From an optimization exercise on the open Yosys and OpenROAD flow, aimed at small area, a short achievable clock period and few clock cycles per item; shortcuts taken in it are not production practice. Function was checked by simulation only, so behaviour that the tests miss may differ from the original.

**flow/flow/run.sh**
```bash
#!/bin/bash
# The standard layout, with repair_timing asked for more setup slack than the
# standard margin so that it sizes the paths that set the achieved period, and
# the ports buffered with buf_2 cells. The clock period and the constraints are
# the design's, unchanged.
set -euo pipefail
bash standard.sh SETUP_SLACK_MARGIN=30.8 \
    'BUFFER_PORTS_ARGS=-buffer_cell sky130_fd_sc_hd__buf_2' \
    finish > standard_make.log 2>&1
```
**flow/standard.sh**
```bash
#!/bin/bash
# synth_recipe.tcl (not shown) runs the flow's synth.tcl, then flattens the netlist and writes it again
# the make line also repeats each setting of config.mk as NAME=value (left out here)
make -C /OpenROAD-flow-scripts/flow DESIGN_CONFIG=/design/flow/config.mk WORK_HOME=/design/flow/orfs CLKGATE_MAP_FILE= SYNTH_SCRIPT=/design/flow/synth_recipe.tcl "${@:-finish}"
```
**flow/config.mk**
```make
export PLATFORM = sky130hd
export DESIGN_NAME = crc_helper
export DESIGN_NICKNAME = crc_helper
export VERILOG_FILES = /design/flow/design.v
export SDC_FILE = /design/flow/constraint.sdc
export NUM_CORES = 4
export LEC_CHECK = 0
export CAP_MARGIN = 20
export CORE_MARGIN = 2
export CORE_UTILIZATION = 50
export SLEW_MARGIN = 20
```
**flow/constraint.sdc**
```tcl
create_clock -name core_clock -period 40.0 [get_ports {clk}]
set_input_delay 8.0000 -clock core_clock [delete_from_list [all_inputs] [get_ports {clk}]]
set_output_delay 8.0000 -clock core_clock [all_outputs]
set_load 0.01 [all_outputs]
```
**flow/design.v**
```verilog
module crc_helper (
    input  wire        clk,
    input  wire        rst,
    input  wire        start,
    output wire        start_ready,
    input  wire [7:0]  fn,
    input  wire [13:0] len,
    input  wire [63:0] poly,
    input  wire [63:0] init,
    input  wire [63:0] xorout,
    input  wire [31:0] cfg,
    input  wire [15:0] oldw,
    input  wire [15:0] neww,
    input  wire        in_valid,
    output wire        in_ready,
    input  wire [63:0] in_data,
    output reg         done,
    output wire [7:0]  status,
    output reg  [63:0] result
);
    reg         s_idle, s_dec, s_aln, s_run, s_out, s_fin;
    reg         ir;           
    reg         bad_r;        
    reg  [7:0]  fnr;
    reg  [6:0]  wr;
    reg         rin_r, rout_r, rsv_r;
    reg  [13:0] rem;          
    reg  [63:0] dreg;         
    reg  [3:0]  dbytes;       
    reg  [5:0]  cnt;          
    reg  [63:0] crc;          
    reg  [63:0] p;            
    reg         refin, kded, ksum;
    reg         k_crc32;
    reg         k_crc32c;
    reg         k_crc8;
    assign start_ready = s_idle;
    assign in_ready    = ir;
    assign status      = {5'd0, bad_r, 2'd0};
    wire f32   = (fnr == 8'h01);
    wire f32c  = (fnr == 8'h02);
    wire f8    = (fnr == 8'h03);
    wire f16   = (fnr == 8'h04);
    wire f32k  = (fnr == 8'h05);
    wire f64   = (fnr == 8'h06);
    wire fprog = (fnr == 8'h07);
    wire fcsum = (fnr == 8'h10);
    wire fupd  = (fnr == 8'h11);
    wire fcrc  = f32 | f32c | f8 | f16 | f32k | f64 | fprog;
    wire fsum  = fcsum | fupd;
    wire fded  = f32 | f32c | f8;
    wire refout = fprog ? rout_r : (f32 | f32c | f32k);
    wire refin_d = fprog ? rin_r : (f32 | f32c | f32k);
    wire bad = ~(fcrc | fsum)
             | ((fcrc | fcsum) & (rem > 14'd9216))
             | (fprog & ((wr < 7'd8) | (wr > 7'd64) | rsv_r));
    reg [63:0] cinit, cpoly;
    always @* begin
        cinit = 64'd0; cpoly = 64'd0;
        if (f32)  begin cinit = 64'hFFFFFFFF_00000000; cpoly = 64'h04C11DB7_00000000; end
        if (f32c) begin cinit = 64'hFFFFFFFF_00000000; cpoly = 64'h1EDC6F41_00000000; end
        if (f8)   begin cinit = 64'hFF000000_00000000; cpoly = 64'h1D000000_00000000; end
        if (f16)  begin cinit = 64'hFFFF0000_00000000; cpoly = 64'h10210000_00000000; end
        if (f32k) begin cinit = 64'hFFFFFFFF_00000000; cpoly = 64'hF4ACFB13_00000000; end
        if (f64)  begin cinit = 64'd0;                 cpoly = 64'h42F0E1EB_A9EA3693; end
    end
    function [63:0] gbyte(input [63:0] r, input [7:0] b, input [63:0] pp);
        integer k;
        reg fb;
        begin
            for (k = 7; k >= 0; k = k - 1) begin
                fb = r[63] ^ b[k];
                r = {r[62:0], 1'b0} ^ (fb ? pp : 64'd0);
            end
            gbyte = r;
        end
    endfunction
    function [31:0] m_crc32;
        input [31:0] r;
        input [63:0] d;
        begin
            m_crc32[0] = ^(r & 32'hb4e5b025) ^ ^(d & 64'h411601f725b0e5b4);
            m_crc32[1] = ^(r & 32'hdd2ed06e) ^ ^(d & 64'hc33a03196ed02edd);
            m_crc32[2] = ^(r & 32'h0eb810f9) ^ ^(d & 64'hc76307c5f910b80e);
            m_crc32[3] = ^(r & 32'h1d7021f3) ^ ^(d & 64'h8ec70e8af321701d);
            m_crc32[4] = ^(r & 32'h8e05f3c2) ^ ^(d & 64'h5d991ce3c2f3058e);
            m_crc32[5] = ^(r & 32'ha8ee57a0) ^ ^(d & 64'hfb243831a057eea8);
            m_crc32[6] = ^(r & 32'h51dcaf40) ^ ^(d & 64'hf649706240afdc51);
            m_crc32[7] = ^(r & 32'h175ceea5) ^ ^(d & 64'had85e133a5ee5c17);
            m_crc32[8] = ^(r & 32'h9a5c6d6f) ^ ^(d & 64'h1b1dc2906f6d5c9a);
            m_crc32[9] = ^(r & 32'h34b8dadf) ^ ^(d & 64'h363a8421dfdab834);
            m_crc32[10] = ^(r & 32'hdd94059b) ^ ^(d & 64'h2d6209b49b0594dd);
            m_crc32[11] = ^(r & 32'h0fcdbb12) ^ ^(d & 64'h1bd2139f12bbcd0f);
            m_crc32[12] = ^(r & 32'hab7ec600) ^ ^(d & 64'h77b226c900c67eab);
            m_crc32[13] = ^(r & 32'h56fd8c01) ^ ^(d & 64'hee644d92018cfd56);
            m_crc32[14] = ^(r & 32'hadfb1803) ^ ^(d & 64'hdcc99a240318fbad);
            m_crc32[15] = ^(r & 32'h5bf63006) ^ ^(d & 64'hb89335490630f65b);
            m_crc32[16] = ^(r & 32'h0309d029) ^ ^(d & 64'h31316a6529d00903);
            m_crc32[17] = ^(r & 32'h0613a052) ^ ^(d & 64'h6262d4ca52a01306);
            m_crc32[18] = ^(r & 32'h0c2740a5) ^ ^(d & 64'hc4c4a895a540270c);
            m_crc32[19] = ^(r & 32'h184e814b) ^ ^(d & 64'h8889512b4b814e18);
            m_crc32[20] = ^(r & 32'h309d0296) ^ ^(d & 64'h1013a35696029d30);
            m_crc32[21] = ^(r & 32'h613a052c) ^ ^(d & 64'h202646ad2c053a61);
            m_crc32[22] = ^(r & 32'h7691ba7c) ^ ^(d & 64'h015a8dad7cba9176);
            m_crc32[23] = ^(r & 32'h59c6c4dc) ^ ^(d & 64'h43a21bacdcc4c659);
            m_crc32[24] = ^(r & 32'hb38d89b9) ^ ^(d & 64'h86443758b9898db3);
            m_crc32[25] = ^(r & 32'h671b1372) ^ ^(d & 64'h0c896eb072131b67);
            m_crc32[26] = ^(r & 32'h7ad396c0) ^ ^(d & 64'h5904dc97c096d37a);
            m_crc32[27] = ^(r & 32'hf5a72d81) ^ ^(d & 64'hb208b82f812da7f5);
            m_crc32[28] = ^(r & 32'heb4e5b02) ^ ^(d & 64'h6411705f025b4eeb);
            m_crc32[29] = ^(r & 32'hd69cb604) ^ ^(d & 64'hc822e0be04b69cd6);
            m_crc32[30] = ^(r & 32'had396c09) ^ ^(d & 64'h9045c07d096c39ad);
            m_crc32[31] = ^(r & 32'h5a72d812) ^ ^(d & 64'h208b80fb12d8725a);
        end
    endfunction
    function [31:0] m_crc32c;
        input [31:0] r;
        input [63:0] d;
        begin
            m_crc32c[0] = ^(r & 32'h4869ec38) ^ ^(d & 64'hf113a7de38ec6948);
            m_crc32c[1] = ^(r & 32'h90d3d871) ^ ^(d & 64'he2274ebd71d8d390);
            m_crc32c[2] = ^(r & 32'h21a7b0e3) ^ ^(d & 64'hc44f9c7ae3b0a721);
            m_crc32c[3] = ^(r & 32'h434f61c6) ^ ^(d & 64'h889f38f5c6614f43);
            m_crc32c[4] = ^(r & 32'h869ec38d) ^ ^(d & 64'h103f71ea8dc39e86);
            m_crc32c[5] = ^(r & 32'h0d3d871b) ^ ^(d & 64'h207ee2d41b873d0d);
            m_crc32c[6] = ^(r & 32'h5212e20f) ^ ^(d & 64'hb1ef63770fe21252);
            m_crc32c[7] = ^(r & 32'ha425c41e) ^ ^(d & 64'h62dfc7ee1ec425a4);
            m_crc32c[8] = ^(r & 32'h00226405) ^ ^(d & 64'h35ad280305642200);
            m_crc32c[9] = ^(r & 32'h482d2432) ^ ^(d & 64'h9b49f6d832242d48);
            m_crc32c[10] = ^(r & 32'hd833a45d) ^ ^(d & 64'hc7804b6f5da433d8);
            m_crc32c[11] = ^(r & 32'hf80ea482) ^ ^(d & 64'h7f12300082a40ef8);
            m_crc32c[12] = ^(r & 32'hf01d4904) ^ ^(d & 64'hfe24600004491df0);
            m_crc32c[13] = ^(r & 32'ha8537e30) ^ ^(d & 64'h0d5a67de307e53a8);
            m_crc32c[14] = ^(r & 32'h18cf1059) ^ ^(d & 64'heba769625910cf18);
            m_crc32c[15] = ^(r & 32'h319e20b2) ^ ^(d & 64'hd64fd3c4b2209e31);
            m_crc32c[16] = ^(r & 32'h633c4165) ^ ^(d & 64'hac9fa68965413c63);
            m_crc32c[17] = ^(r & 32'hc67882cb) ^ ^(d & 64'h583f4d13cb8278c6);
            m_crc32c[18] = ^(r & 32'hc498e9ae) ^ ^(d & 64'h416d3df8aee998c4);
            m_crc32c[19] = ^(r & 32'hc1583f65) ^ ^(d & 64'h73c9dd2e653f58c1);
            m_crc32c[20] = ^(r & 32'hcad992f2) ^ ^(d & 64'h17811c83f292d9ca);
            m_crc32c[21] = ^(r & 32'h95b325e5) ^ ^(d & 64'h2e023906e525b395);
            m_crc32c[22] = ^(r & 32'h630fa7f2) ^ ^(d & 64'had17d5d2f2a70f63);
            m_crc32c[23] = ^(r & 32'h8e76a3dd) ^ ^(d & 64'hab3c0d7bdda3768e);
            m_crc32c[24] = ^(r & 32'h1ced47ba) ^ ^(d & 64'h56791af6ba47ed1c);
            m_crc32c[25] = ^(r & 32'h71b3634d) ^ ^(d & 64'h5de193324d63b371);
            m_crc32c[26] = ^(r & 32'hab0f2aa2) ^ ^(d & 64'h4bd180bba22a0fab);
            m_crc32c[27] = ^(r & 32'h1e77b97d) ^ ^(d & 64'h67b1a6a97db9771e);
            m_crc32c[28] = ^(r & 32'h74869ec3) ^ ^(d & 64'h3f71ea8dc39e8674);
            m_crc32c[29] = ^(r & 32'he90d3d87) ^ ^(d & 64'h7ee2d41b873d0de9);
            m_crc32c[30] = ^(r & 32'hd21a7b0e) ^ ^(d & 64'hfcc4a9370e7b1ad2);
            m_crc32c[31] = ^(r & 32'ha434f61c) ^ ^(d & 64'hf889536f1cf634a4);
        end
    endfunction
    function [7:0] m_crc8;
        input [7:0] r;
        input [63:0] d;
        begin
            m_crc8[0] = ^(r & 8'h35) ^ ^(d & 64'h71a40393ec04b535);
            m_crc8[1] = ^(r & 8'h6b) ^ ^(d & 64'he2480726d9096a6b);
            m_crc8[2] = ^(r & 8'he3) ^ ^(d & 64'hb5350ddf5e1761e3);
            m_crc8[3] = ^(r & 8'hf3) ^ ^(d & 64'h1bcf192d512a77f3);
            m_crc8[4] = ^(r & 8'hd3) ^ ^(d & 64'h473a30c94e505bd3);
            m_crc8[5] = ^(r & 8'ha6) ^ ^(d & 64'h8e7460929da0b6a6);
            m_crc8[6] = ^(r & 8'h4d) ^ ^(d & 64'h1ce9c0243b416d4d);
            m_crc8[7] = ^(r & 8'h9a) ^ ^(d & 64'h38d281497682da9a);
        end
    endfunction
    wire [63:0] g1  = gbyte(crc, dreg[7:0],  p);
    wire [63:0] g2  = gbyte(g1,  dreg[15:8], p);
    wire [63:0] gout = (dbytes == 4'd1) ? g1 : g2;
    wire [31:0] e_crc32 = m_crc32(crc[63:32], dreg);
    wire [31:0] e_crc32c = m_crc32c(crc[63:32], dreg);
    wire [7:0] e_crc8 = m_crc8(crc[63:56], dreg);
    reg  [28:0] acc_n;
    reg  [7:0]  bm;
    integer i;
    always @* begin
        for (i = 0; i < 8; i = i + 1) bm[i] = (i < dbytes);
        acc_n = crc[28:0];
        for (i = 0; i < 4; i = i + 1)
            acc_n = acc_n + {13'd0, (bm[2*i]   ? dreg[16*i +: 8]     : 8'd0),
                                    (bm[2*i+1] ? dreg[16*i + 8 +: 8] : 8'd0)};
    end
    reg [63:0] rv, wmask, crc_res;
    reg [16:0] cs1;
    reg [15:0] cs2;
    always @* begin
        for (i = 0; i < 64; i = i + 1) rv[i] = crc[63 - i];
        for (i = 0; i < 64; i = i + 1) wmask[i] = (i < wr);
        crc_res = refout ? rv : crc;
        if (fprog) crc_res = crc_res ^ (result & wmask);
        else if (f32 | f32c | f32k) crc_res = crc_res ^ 64'hFFFFFFFF;
        else if (f8) crc_res = crc_res ^ 64'hFF;
        cs1 = {1'b0, crc[15:0]} + {4'd0, crc[28:16]};
        cs2 = cs1[15:0] + {15'd0, cs1[16]};
    end
    wire cap   = in_valid & ir;
    wire rsel  = s_dec ? refin_d : refin;
    reg [63:0] din_rev;
    always @* for (i = 0; i < 64; i = i + 1) din_rev[i] = in_data[(i & ~7) + 7 - (i & 7)];
    wire run   = s_run & (dbytes != 4'd0);
    wire one   = ksum | (kded & (dbytes == 4'd8));    
    wire use_gen = run & ~one;
    wire [3:0]  db_after = run ? ((one | (dbytes <= 4'd2)) ? 4'd0 : dbytes - 4'd2) : dbytes;
    wire [13:0] rem_cap = (rem > 14'd8) ? rem - 14'd8 : 14'd0;
    wire [3:0]  nb_cap  = (rem >= 14'd8) ? 4'd8 : {1'b0, rem[2:0]};
    wire em_cap   = s_dec ? ((nb_cap <= 4'd2) | fsum | (fded & (nb_cap == 4'd8)))
                          : ((nb_cap <= 4'd2) | ksum | (kded & (nb_cap == 4'd8)));
    wire em_nocap = s_dec ? ((db_after <= 4'd2) | fsum | (fded & (db_after == 4'd8)))
                          : ((db_after <= 4'd2) | ksum | (kded & (db_after == 4'd8)));
    wire ir_run_cap   = (rem_cap != 14'd0) & em_cap;
    wire ir_run_nocap = (rem != 14'd0) & em_nocap;
    wire ir_hold_cap   = 1'b0;
    wire ir_hold_nocap = (rem != 14'd0) & (db_after == 4'd0);
    wire [5:0]  rot_w    = fprog ? wr[5:0] : (f8 ? 6'd8 : (f16 ? 6'd16 : 6'd0));
    wire        need_out = fcrc & ~refout & (rot_w != 6'd0);
    wire        aln_last = (cnt == 6'd1) | (cnt == 6'd8);
    wire        go_aln   = fprog & (wr != 7'd64);
    wire        run_end  = (rem == 14'd0) & (db_after == 4'd0);
    reg ir_nc, ir_c;
    always @* begin
        ir_nc = 1'b0; ir_c = 1'b0;
        if (s_dec) begin
            if (go_aln) begin ir_nc = ir_hold_nocap; ir_c = ir_hold_cap; end
            else if (!bad & !fupd) begin ir_nc = ir_run_nocap; ir_c = ir_run_cap; end
        end
        if (s_aln) begin
            if (aln_last) begin ir_nc = ir_run_nocap; ir_c = ir_run_cap; end
            else          begin ir_nc = ir_hold_nocap; ir_c = ir_hold_cap; end
        end
        if (s_run) begin ir_nc = ir_run_nocap; ir_c = ir_run_cap; end
    end
    always @(posedge clk) begin
        if (s_dec) begin
            refin <= refin_d;
            kded  <= fded;
            k_crc32 <= f32;
            k_crc32c <= f32c;
            k_crc8 <= f8;
            ksum  <= fsum;
        end
    end
    always @(posedge clk) begin
        if (rst) begin
            s_idle <= 1'b1;
            s_dec  <= 1'b0;
            s_aln  <= 1'b0;
            s_run  <= 1'b0;
            s_out  <= 1'b0;
            s_fin  <= 1'b0;
            ir     <= 1'b0;
            done   <= 1'b0;
        end else begin
            ir     <= s_idle ? (start & (fn != 8'h11)) : (cap ? ir_c : ir_nc);
            done   <= (s_dec & bad) | s_fin;
            s_idle <= s_idle ? ~start : ((s_dec & bad) | s_fin);
            s_dec  <= s_idle & start;
            s_aln  <= s_dec ? (~bad & ~fupd & go_aln) : (s_aln & ~aln_last);
            s_run  <= (s_dec & ~bad & (fupd | ~go_aln)) | (s_aln & aln_last) | (s_run & ~run_end);
            s_out  <= (s_run & run_end & need_out) | (s_out & ~aln_last);
            s_fin  <= (s_run & run_end & ~need_out) | (s_out & aln_last);
        end
    end
    always @(posedge clk) begin
        bad_r <= s_dec & bad;
        if (s_idle)
            dreg <= {16'd0, neww[7:0], neww[15:8], ~oldw[7:0], ~oldw[15:8],
                     ~init[7:0], ~init[15:8]};
        else if (ir)
            dreg <= rsel ? din_rev : in_data;
        else if (use_gen)
            dreg <= {16'd0, dreg[63:16]};
        if (s_idle)     dbytes <= 4'd0;
        else if (s_dec & fupd) dbytes <= 4'd8;
        else            dbytes <= cap ? nb_cap : db_after;
        if (s_idle)     rem <= len;
        else if (s_dec & (bad | fupd)) rem <= 14'd0;
        else if (cap)   rem <= rem_cap;
        if (s_idle) begin
            fnr    <= fn;
            wr     <= cfg[6:0];
            rin_r  <= cfg[12];
            rout_r <= cfg[13];
            rsv_r  <= |(cfg & ~32'h0000_307F);
            crc    <= init;
            p      <= poly;
            result <= xorout;
        end
        if (s_dec) begin
            cnt   <= 6'd0 - {wr[5:0]};    
            if (bad)
                result <= 64'd0;
            else if (fupd)
                crc <= 64'd0;
            else if (fcsum)
                crc <= {48'd0, crc[15:0]};
            else if (!fprog) begin
                crc <= cinit;
                p   <= cpoly;
            end
        end
        if (s_aln | s_out) begin
            if (cnt >= 6'd8) begin
                crc <= {crc[55:0], s_out ? crc[63:56] : 8'd0};
                cnt <= cnt - 6'd8;
            end else begin
                crc <= {crc[62:0], s_out & crc[63]};
                cnt <= cnt - 6'd1;
            end
        end
        if (s_aln) begin
            if (cnt >= 6'd8) p <= {p[55:0], 8'd0};
            else             p <= {p[62:0], 1'b0};
        end
        if (s_run) begin
            if (run) begin
                if (ksum)              crc[28:0]  <= acc_n;
                else if (one & k_crc32) crc[63:32] <= e_crc32;
                else if (one & k_crc32c) crc[63:32] <= e_crc32c;
                else if (one) crc[63:56] <= e_crc8;
                else                   crc        <= gout;
            end
            cnt <= rot_w;
        end
        if (s_fin)
            result <= fupd  ? {48'd0, ~cs2} :
                      fcsum ? {48'd0, cs2}  : crc_res;
    end
endmodule
```
==> flow_results.xml, run 1 <==
<?xml version="1.0" encoding="UTF-8"?>
<metrics>
  <group name="clock_tree">
    <metric name="hold_buffers" unit="">0</metric>
    <metric name="maximum_count_of_clock_buffers_along_a_single_path" unit="">3</metric>
    <metric name="htree_levels" unit="">2</metric>
    <metric name="cts.sink_count" unit="">312</metric>
    <metric name="cts_root_buffer" unit="">sky130_fd_sc_hd__clkbuf_16</metric>
    <metric name="clk-insertion-delay-late" unit="ns">0.61</metric>
    <metric name="cts_tree" unit="">done</metric>
    <metric name="clk_pin_slew" unit="ns">0.06</metric>
    <metric name="numCtsBuffers" unit="">41</metric>
  </group>
  <group name="routing">
    <metric name="drc" unit="">0</metric>
    <metric name="ant_nets" unit="">0</metric>
    <metric name="wirelength" unit="µm">262000</metric>
    <metric name="detail_routed_via_count_per_cell" unit="">6.41</metric>
    <metric name="detail_route.wl_per_cell" unit="µm">32.2</metric>
    <metric name="via_count" unit="">52000</metric>
    <metric name="number_of_iterations_in_the_first_detailed_routing_pass" unit="">9</metric>
    <metric name="detail_route.iter0.violations" unit="">8892</metric>
  </group>
  <group name="setup_path">
    <metric name="worst_ep_required_time" unit="ns">32.00</metric>
    <metric name="worst-path-max-fanout" unit="">3</metric>
    <metric name="critical-path-slowest-cell" unit="">sky130_fd_sc_hd__dfxtp_1</metric>
    <metric name="worst_path_largest_cell_delay" unit="ns">0.41</metric>
    <metric name="critPathKind" unit="">reg2out</metric>
    <metric name="critical_path_arrival" unit="ns">1.18</metric>
    <metric name="timing.critical_path.max_delay_family" unit="">flip-flops</metric>
    <metric name="timing.critical_path.to_type" unit="">primary output</metric>
    <metric name="critPathLaunchType" unit="">register</metric>
    <metric name="worst-path-buf-inv" unit="">1</metric>
    <metric name="timing.critical_path.cells" unit="">buf_2</metric>
  </group>
  <group name="synthesis">
    <metric name="synthMostInstantiatedCell" unit="">sky130_fd_sc_hd__xnor2_1</metric>
    <metric name="synthesis.area" unit="µm²">49800</metric>
    <metric name="synth.avg_cell_area" unit="µm²">7.49</metric>
    <metric name="synth_async_sr_flop_share" unit="%">0</metric>
    <metric name="syn_inst" unit="">6644</metric>
    <metric name="yosys_most_used_dff" unit="">sky130_fd_sc_hd__dfxtp_1</metric>
    <metric name="post_synth_most_frequent_cells" unit="">1771 x sky130_fd_sc_hd__xnor2_1, 1402 x sky130_fd_sc_hd__nand2_1, 415 x sky130_fd_sc_hd__clkbuf_1, 329 x sky130_fd_sc_hd__xor2_1, 316 x sky130_fd_sc_hd__mux2i_1</metric>
    <metric name="synth_area_leaders" unit="">sky130_fd_sc_hd__xnor2_1 31%, sky130_fd_sc_hd__nand2_1 11%, sky130_fd_sc_hd__dfxtp_1 8.9%</metric>
    <metric name="yosys_warnings" unit="">1</metric>
    <metric name="yosysTopAreaCell" unit="">sky130_fd_sc_hd__xnor2_1</metric>
    <metric name="synthDominantCellAreaShare" unit="%">31.2</metric>
    <metric name="count_of_flip_flops_with_a_built_in_enable_after_synthesis" unit="">90</metric>
    <metric name="ys_ff_latch" unit="">312</metric>
    <metric name="synth-seq-area-share" unit="%">14.4</metric>
    <metric name="yosys.cell_types.count" unit="">107</metric>
  </group>
  <group name="cells_and_area">
    <metric name="num-nets-final" unit="">7230</metric>
    <metric name="final_cell_count_no_fill" unit="">8125</metric>
    <metric name="post-route-cell-area" unit="µm²">55100</metric>
    <metric name="drive_above_1_share" unit="%">13.4</metric>
    <metric name="area_delta_synth_final" unit="%">10.7</metric>
    <metric name="final_util" unit="%">55.9</metric>
  </group>
  <group name="status">
    <metric name="result_of_the_run" unit="">no timing/DRC/antenna violations</metric>
  </group>
  <group name="timing">
    <metric name="measured_slew_at_the_worst_slew_check_pin" unit="ns">1.22</metric>
    <metric name="slew_headroom" unit="%">18.2</metric>
    <metric name="period_needed" unit="ns">9.18</metric>
    <metric name="clock_skew" unit="ns">0.0387</metric>
    <metric name="rsz0062_at_grt" unit="">yes</metric>
    <metric name="final_hold_violating_endpoints" unit="">0</metric>
    <metric name="hold_ws" unit="ns">0.518</metric>
    <metric name="max_freq" unit="MHz">109</metric>
    <metric name="fin_setup_tns" unit="ns">0</metric>
    <metric name="post-route-worst-setup-slack" unit="ns">30.82</metric>
    <metric name="slew_violations" unit="">0</metric>
    <metric name="setup-violations-final" unit="">0</metric>
    <metric name="period_share" unit="%">23.0</metric>
  </group>
  <group name="placed_design">
    <metric name="dpl_cell_area" unit="µm²">53400</metric>
    <metric name="placement.io_buffers" unit="">413</metric>
    <metric name="dp.final_hpwl" unit="µm">195000</metric>
    <metric name="pre_cts_setup_slack" unit="ns">29.29</metric>
    <metric name="finalWeightedCongestion" unit="">1.07</metric>
    <metric name="dp_cells" unit="">8021</metric>
  </group>
  <group name="floorplan">
    <metric name="rows" unit="">115</metric>
    <metric name="initial_core_util" unit="%">50.5</metric>
    <metric name="die-height" unit="µm">319</metric>
    <metric name="floorplan.core_area" unit="µm²">98600</metric>
    <metric name="io_pins" unit="">421</metric>
    <metric name="fp.dieArea" unit="µm²">102000</metric>
    <metric name="die-width" unit="µm">319</metric>
  </group>
  <group name="grt">
    <metric name="global_route_wire_length_before_repair" unit="µm">363000</metric>
    <metric name="grt_max_degree" unit="">116</metric>
    <metric name="globalRouteOverflowTotal" unit="">0</metric>
    <metric name="antenna_found_initial" unit="">36</metric>
    <metric name="first_global_vias" unit="">47700</metric>
    <metric name="grt_use_total" unit="%">49.4</metric>
  </group>
  <group name="min_path">
    <metric name="min-delay-path-class" unit="">reg2reg</metric>
  </group>
  <group name="flow_run">
    <metric name="total_of_max_cap_violations" unit="">0</metric>
  </group>
</metrics>
## layout by cell type (no fill, tap or decap), types with 17 or more instances in the layout
cell,count
sky130_fd_sc_hd__nand4_1,17
sky130_fd_sc_hd__a22oi_1,41
sky130_fd_sc_hd__and3_1,30
sky130_fd_sc_hd__dfxtp_1,215
sky130_fd_sc_hd__o21ai_0,214
sky130_fd_sc_hd__o211ai_1,38
sky130_fd_sc_hd__nor3b_1,29
sky130_fd_sc_hd__xnor3_1,36
sky130_fd_sc_hd__and2_1,31
sky130_fd_sc_hd__a22o_1,20
sky130_fd_sc_hd__mux2_2,29
sky130_fd_sc_hd__buf_2,413
sky130_fd_sc_hd__nor2b_1,67
sky130_fd_sc_hd__a221oi_1,35
sky130_fd_sc_hd__a21oi_1,218
sky130_fd_sc_hd__edfxtp_1,90
sky130_fd_sc_hd__ha_1,48
sky130_fd_sc_hd__clkbuf_16,42
sky130_fd_sc_hd__xor2_1,327
sky130_fd_sc_hd__diode_2,19
sky130_fd_sc_hd__nor4_1,20
sky130_fd_sc_hd__buf_4,259
sky130_fd_sc_hd__a211oi_1,30
sky130_fd_sc_hd__o21ai_1,34
sky130_fd_sc_hd__inv_1,72
sky130_fd_sc_hd__xnor2_1,1748
sky130_fd_sc_hd__a31oi_1,83
sky130_fd_sc_hd__nor2_1,208
sky130_fd_sc_hd__fa_1,48
sky130_fd_sc_hd__or3_1,18
sky130_fd_sc_hd__nor3_1,67
sky130_fd_sc_hd__o221ai_1,29
sky130_fd_sc_hd__a21o_1,19
sky130_fd_sc_hd__o22ai_1,103
sky130_fd_sc_hd__o31ai_1,33
sky130_fd_sc_hd__xnor2_2,26
sky130_fd_sc_hd__nand2_1,1398
sky130_fd_sc_hd__mux2i_1,315
sky130_fd_sc_hd__nand3_1,74
## cells by family after synthesis
group,after synthesis,synth area share (%)
xor+xnor,2151,39.2
other cells,1,0.00754
simple gates,2064,17.8
buf+inv,663,5.34
fa+ha+maj,96,3.14
flops,312,14.4
mux,347,7.07
compound gates,1010,13.1
## path summary, 6_finish.rpt
kind	slack, ns	cells after the start	to	from
worst max-delay path	30.82	1	result[22]	result[22]
worst max register to register	31.07	27	crc[22]	crc[63]
worst min register to register	0.52	2	p[42]	p[34]
worst min-delay path	0.52	2	p[42]	p[34]
## final cells by class
type,count,area (µm²)
fillers,9506,43500
multi-input cells,5676,40400
flip-flops and latches,312,7160
clock buffers,49,1100
well taps,1287,1610
inverters,72,270
diodes,19,47.5
repair buffers,685,4220
clock inverters,25,272
## timing repair
item,in CTS,in global routing
endpoints found under the setup margin,66,58
buffers inserted,9,1
pin swaps,3,3
gates resized for setup,17,23
cloned,1,0
## layer usage
metal / vias to the layer above / global-route usage (%) / share of wire, %
li1: 22200 / - / -
met1: 24500 / 64.9 / 38
met2: 4284 / 69.6 / 39
met3: 991 / 15.4 / 15
met4: 18 / 31.3 / 8.1
met5: - / 0 / 0.042
## flip-flops by register name, indices dropped and copies added (netlist names), 4 cells and up
| register | count |
|---|---|
| cnt | 6 |
| crc | 64 |
| dbytes | 4 |
| dreg | 64 |
| fnr | 8 |
| p | 64 |
| rem | 14 |
| result | 64 |
| wr | 7 |
Testbench counts, summed over its fixed seeds: cycles 51,748, bytes 249,318.
==> inputs of run 2 (changes only) <==
--- a/flow/flow/run.sh
+++ b/flow/flow/run.sh
@@ -6,3 +6,3 @@
 set -euo pipefail
-bash standard.sh SETUP_SLACK_MARGIN=30.8 \
+bash standard.sh SETUP_SLACK_MARGIN=30.6 \
     'BUFFER_PORTS_ARGS=-buffer_cell sky130_fd_sc_hd__buf_2' \
==> run 2 against run 1 <==
Clock skew decreased by 0.0017 ns. Sequential cell count unchanged. Core utilization about the same. Critical path type is now in2reg. Largest cell class unchanged.
==> flow_results.xml, run 2 <==
<?xml version="1.0" encoding="UTF-8"?>
<metrics>
  <group name="timing">
    <metric name="final_hold_violating_endpoints" unit="">0</metric>
    <metric name="clock_skew" unit="ns">0.0370</metric>
    <metric name="max_freq" unit="MHz">108</metric>
    <metric name="setup-violations-final" unit="">0</metric>
    <metric name="rsz0062_at_grt" unit="">no</metric>
    <metric name="period_share" unit="%">23.1</metric>
    <metric name="post-route-worst-setup-slack" unit="ns">30.74</metric>
    <metric name="fin_setup_tns" unit="ns">0</metric>
    <metric name="slew_violations" unit="">0</metric>
    <metric name="period_needed" unit="ns">9.26</metric>
    <metric name="measured_slew_at_the_worst_slew_check_pin" unit="ns">1.25</metric>
    <metric name="slew_headroom" unit="%">16.3</metric>
  </group>
  <group name="grt">
    <metric name="grt_met1_usage" unit="%">64.4</metric>
    <metric name="grt_max_degree" unit="">116</metric>
    <metric name="first_global_vias" unit="">47700</metric>
    <metric name="global_route.peak_usage_layer" unit="">met2</metric>
    <metric name="antenna_found_initial" unit="">38</metric>
    <metric name="globalRouteOverflowTotal" unit="">0</metric>
    <metric name="global_route_wire_length_before_repair" unit="µm">363000</metric>
    <metric name="grt_use_met3" unit="%">16.0</metric>
    <metric name="globalRouteMet2Util" unit="%">69.5</metric>
    <metric name="grt_use_total" unit="%">49.4</metric>
  </group>
  <group name="min_path">
    <metric name="min_delay_path_depth" unit="">2</metric>
    <metric name="worst_min_path_start" unit="">p[34]</metric>
    <metric name="whs_endpoint" unit="">p[42]</metric>
    <metric name="min-delay-path-class" unit="">reg2reg</metric>
  </group>
  <group name="setup_path">
    <metric name="critical-path-slowest-cell" unit="">sky130_fd_sc_hd__mux2i_1</metric>
    <metric name="critPathKind" unit="">in2reg</metric>
    <metric name="worst-path-max-fanout" unit="">2</metric>
    <metric name="timing.critical_path.max_delay_family" unit="">compound AO/OA/AOI/OAI gates</metric>
    <metric name="critical_path_arrival" unit="ns">9.71</metric>
    <metric name="worst_path_largest_cell_delay" unit="ns">0.56</metric>
    <metric name="timing.critical_path.cells" unit="">buf_2, mux2i_1, a21oi_1, nor2_1, o221ai_1, a211oi_1, a221oi_1</metric>
    <metric name="worst-path-buf-inv" unit="">1</metric>
    <metric name="critPathLaunchType" unit="">input port</metric>
    <metric name="timing.critical_path.to_type" unit="">register</metric>
    <metric name="worst_ep_required_time" unit="ns">40.45</metric>
    <metric name="r2r-start" unit="">crc[63]</metric>
    <metric name="worst_reg2reg_path_depth" unit="">27</metric>
    <metric name="worstReg2RegEnd" unit="">crc[22]</metric>
    <metric name="r2r_setup_slack" unit="ns">30.91</metric>
  </group>
  <group name="floorplan">
    <metric name="die-height" unit="µm">319</metric>
    <metric name="die-width" unit="µm">319</metric>
    <metric name="io_pins" unit="">421</metric>
    <metric name="rows" unit="">115</metric>
    <metric name="fp.dieArea" unit="µm²">102000</metric>
    <metric name="initial_core_util" unit="%">50.5</metric>
    <metric name="floorplan.core_area" unit="µm²">98600</metric>
  </group>
  <group name="synthesis">
    <metric name="synth.area.mux_share" unit="%">7.07</metric>
    <metric name="synthesis.area" unit="µm²">49800</metric>
    <metric name="synth_area_leaders" unit="">sky130_fd_sc_hd__xnor2_1 31%, sky130_fd_sc_hd__nand2_1 11%, sky130_fd_sc_hd__dfxtp_1 8.9%</metric>
    <metric name="synth_async_sr_flop_share" unit="%">0</metric>
    <metric name="synthDominantCellAreaShare" unit="%">31.2</metric>
    <metric name="yosys_most_used_dff" unit="">sky130_fd_sc_hd__dfxtp_1</metric>
    <metric name="synth-xor-area-share" unit="%">39.2</metric>
    <metric name="syn_inst" unit="">6644</metric>
    <metric name="count_of_flip_flops_with_a_built_in_enable_after_synthesis" unit="">90</metric>
    <metric name="synth_top_family_by_area" unit="">XOR/XNOR gates</metric>
    <metric name="synth-seq-area-share" unit="%">14.4</metric>
    <metric name="synth_compound_area_share" unit="%">13.1</metric>
    <metric name="post_synth_most_frequent_cells" unit="">1771 x sky130_fd_sc_hd__xnor2_1, 1402 x sky130_fd_sc_hd__nand2_1, 415 x sky130_fd_sc_hd__clkbuf_1, 329 x sky130_fd_sc_hd__xor2_1, 316 x sky130_fd_sc_hd__mux2i_1</metric>
    <metric name="yosys.cell_types.count" unit="">107</metric>
    <metric name="post_synth_fa_ha_maj_area_fraction" unit="%">3.14</metric>
    <metric name="yosys_warnings" unit="">1</metric>
    <metric name="synth-simple-area-share" unit="%">17.8</metric>
    <metric name="yosysTopAreaCell" unit="">sky130_fd_sc_hd__xnor2_1</metric>
    <metric name="synth.avg_cell_area" unit="µm²">7.49</metric>
    <metric name="synthMostInstantiatedCell" unit="">sky130_fd_sc_hd__xnor2_1</metric>
    <metric name="ys_ff_latch" unit="">312</metric>
  </group>
  <group name="routing">
    <metric name="detail_route.wl_per_cell" unit="µm">32.2</metric>
    <metric name="via_count" unit="">52100</metric>
    <metric name="ant_nets" unit="">0</metric>
    <metric name="number_of_iterations_in_the_first_detailed_routing_pass" unit="">8</metric>
    <metric name="wirelength" unit="µm">262000</metric>
    <metric name="detail_route.iter0.violations" unit="">8851</metric>
    <metric name="drc" unit="">0</metric>
    <metric name="detail_routed_via_count_per_cell" unit="">6.41</metric>
  </group>
  <group name="placed_design">
    <metric name="dpl_cell_area" unit="µm²">53400</metric>
    <metric name="pre_cts_setup_slack" unit="ns">29.29</metric>
    <metric name="finalWeightedCongestion" unit="">1.07</metric>
    <metric name="placement.io_buffers" unit="">413</metric>
    <metric name="dp_cells" unit="">8021</metric>
    <metric name="dp.final_hpwl" unit="µm">195000</metric>
  </group>
  <group name="clock_tree">
    <metric name="cts_root_buffer" unit="">sky130_fd_sc_hd__clkbuf_16</metric>
    <metric name="clk_pin_slew" unit="ns">0.06</metric>
    <metric name="cts_tree" unit="">done</metric>
    <metric name="maximum_count_of_clock_buffers_along_a_single_path" unit="">3</metric>
    <metric name="cts.sink_count" unit="">312</metric>
    <metric name="hold_buffers" unit="">0</metric>
    <metric name="clk-insertion-delay-late" unit="ns">0.61</metric>
    <metric name="htree_levels" unit="">2</metric>
    <metric name="numCtsBuffers" unit="">41</metric>
  </group>
  <group name="cells_and_area">
    <metric name="multi_input_logic_area" unit="µm²">40400</metric>
    <metric name="num-fill-cells" unit="">9506</metric>
    <metric name="mostFrequentLayoutCells" unit="">1748 x sky130_fd_sc_hd__xnor2_1, 1398 x sky130_fd_sc_hd__nand2_1, 413 x sky130_fd_sc_hd__buf_2, 328 x sky130_fd_sc_hd__xor2_1, 316 x sky130_fd_sc_hd__mux2i_1</metric>
    <metric name="area_delta_synth_final" unit="%">10.7</metric>
    <metric name="final-seq-area" unit="µm²">7160</metric>
    <metric name="layout_commonest_cell" unit="">sky130_fd_sc_hd__xnor2_1</metric>
    <metric name="final_cell_count_no_fill" unit="">8130</metric>
    <metric name="post-route-cell-area" unit="µm²">55100</metric>
    <metric name="num-nets-final" unit="">7229</metric>
    <metric name="drive_above_1_share" unit="%">13.3</metric>
  </group>
  <group name="flow_run">
    <metric name="total_of_max_cap_violations" unit="">0</metric>
  </group>
  <group name="status">
    <metric name="result_of_the_run" unit="">no timing/DRC/antenna violations</metric>
  </group>
</metrics>
==> run 2: worst register-to-register path: cells and delay by family, from the launching register on <==
kind | cells | cell delay, ns
compound gates | 8 | 2.65
xor+xnor | 5 | 1.12
buf+inv | 4 | 1.49
flops | 1 | 0.62
simple gates | 8 | 2.43
mux | 2 | 0.71
==> run 2: cells by family after synthesis <==
| logic type | after synthesis |
|---|---|
| AND/OR/NAND/NOR | 2064 |
| buffers and inverters | 663 |
| other | 1 |
| flip-flops | 312 |
| XOR/XNOR | 2151 |
| AO/OA/AOI/OAI | 1010 |
| multiplexers | 347 |
| adder cells (fa/ha/maj) | 96 |
==> run 2: stage by stage <==
step / hold slack (ns) / util [%]
global placement: 0.499 / 54.1
floorplan: 0.492 / -
global route: 0.527 / 55.9
finish: 0.520 / 55.9
CTS: 0.512 / 55.7
detailed placement: 0.503 / 54.1
==> run 2: cell type report <==
class | count | share of cell area, %
diodes | 25 | 0.114
clock buffers | 49 | 1.99
clock inverters | 25 | 0.493
inverters | 72 | 0.491
multi-input cells | 5676 | 73.4
flip-flops and latches | 312 | 13.0
well taps | 1287 | 2.92
repair buffers | 684 | 7.62
==> run 2: what timing repair did <==
item / CTS / global route
pin swaps: 3 / 1
endpoints found under the setup margin: 65 / 50
cloned: 1 / 0
resized for setup: 14 / 17
buffers inserted: 8 / 1
==> run 2: routing by layer <==
layer	routed length [µm]	share of wire, %
met1	99500	38
met2	104000	40
met3	37800	14
met4	21000	8.0
met5	108	0.041
==> run 2: worst max path at each step <==
| stage | start | endpoint | slack (ns) | cells past startpoint |
|---|---|---|---|---|
| detailed placement | dreg[7] | crc[22] | 29.29 | 27 |
| global route | crc[63] | crc[22] | 30.58 | 28 |
| floorplan | in_valid | rem[0] | 30.87 | 3 |
| CTS | p[63] | crc[22] | 30.54 | 27 |
| finish | init[40] | crc[40] | 30.74 | 7 |
| global placement | dreg[7] | crc[22] | 29.39 | 27 |

separate check: timing with driven ports:
The results above use ideal ports. As a check the final layouts listed here were re-extracted and re-timed, cells and wires unchanged. Step 1 (the two cells are an assumption about what drives the block):
set clk [get_ports {clk}]
set_driving_cell -lib_cell sky130_fd_sc_hd__clkbuf_16 $clk
set_driving_cell -lib_cell sky130_fd_sc_hd__buf_2 [delete_from_list [all_inputs] $clk]
Step 2 also shifts input and output timing later by t, the mid clock arrival at the registers, as if the neighbouring blocks saw the same clock. Slacks: no drivers / after step 1 / after step 2; pairs: no drivers / after step 1.
| run | t (ns) | setup slack, ns | hold WS [ns] | slew at the worst register clock pin (ns) | worst data-port slew with drivers (ns) |
|---|---|---|---|---|---|
| run 1 | 0.672 | 30.818 / 30.742 / 30.277 | 0.518 / 0.518 / 0.518 | 0.08 / 0.08 | 0.18 |
| run 2 | 0.673 | 30.743 / 30.731 / 30.106 | 0.520 / 0.520 / 0.520 | 0.08 / 0.08 | 0.18 |
After both steps setup and hold are still met in every run listed. The setup slack of run 2, which loses most, moves by -0.012 ns with the drivers and by -0.637 ns with both steps.
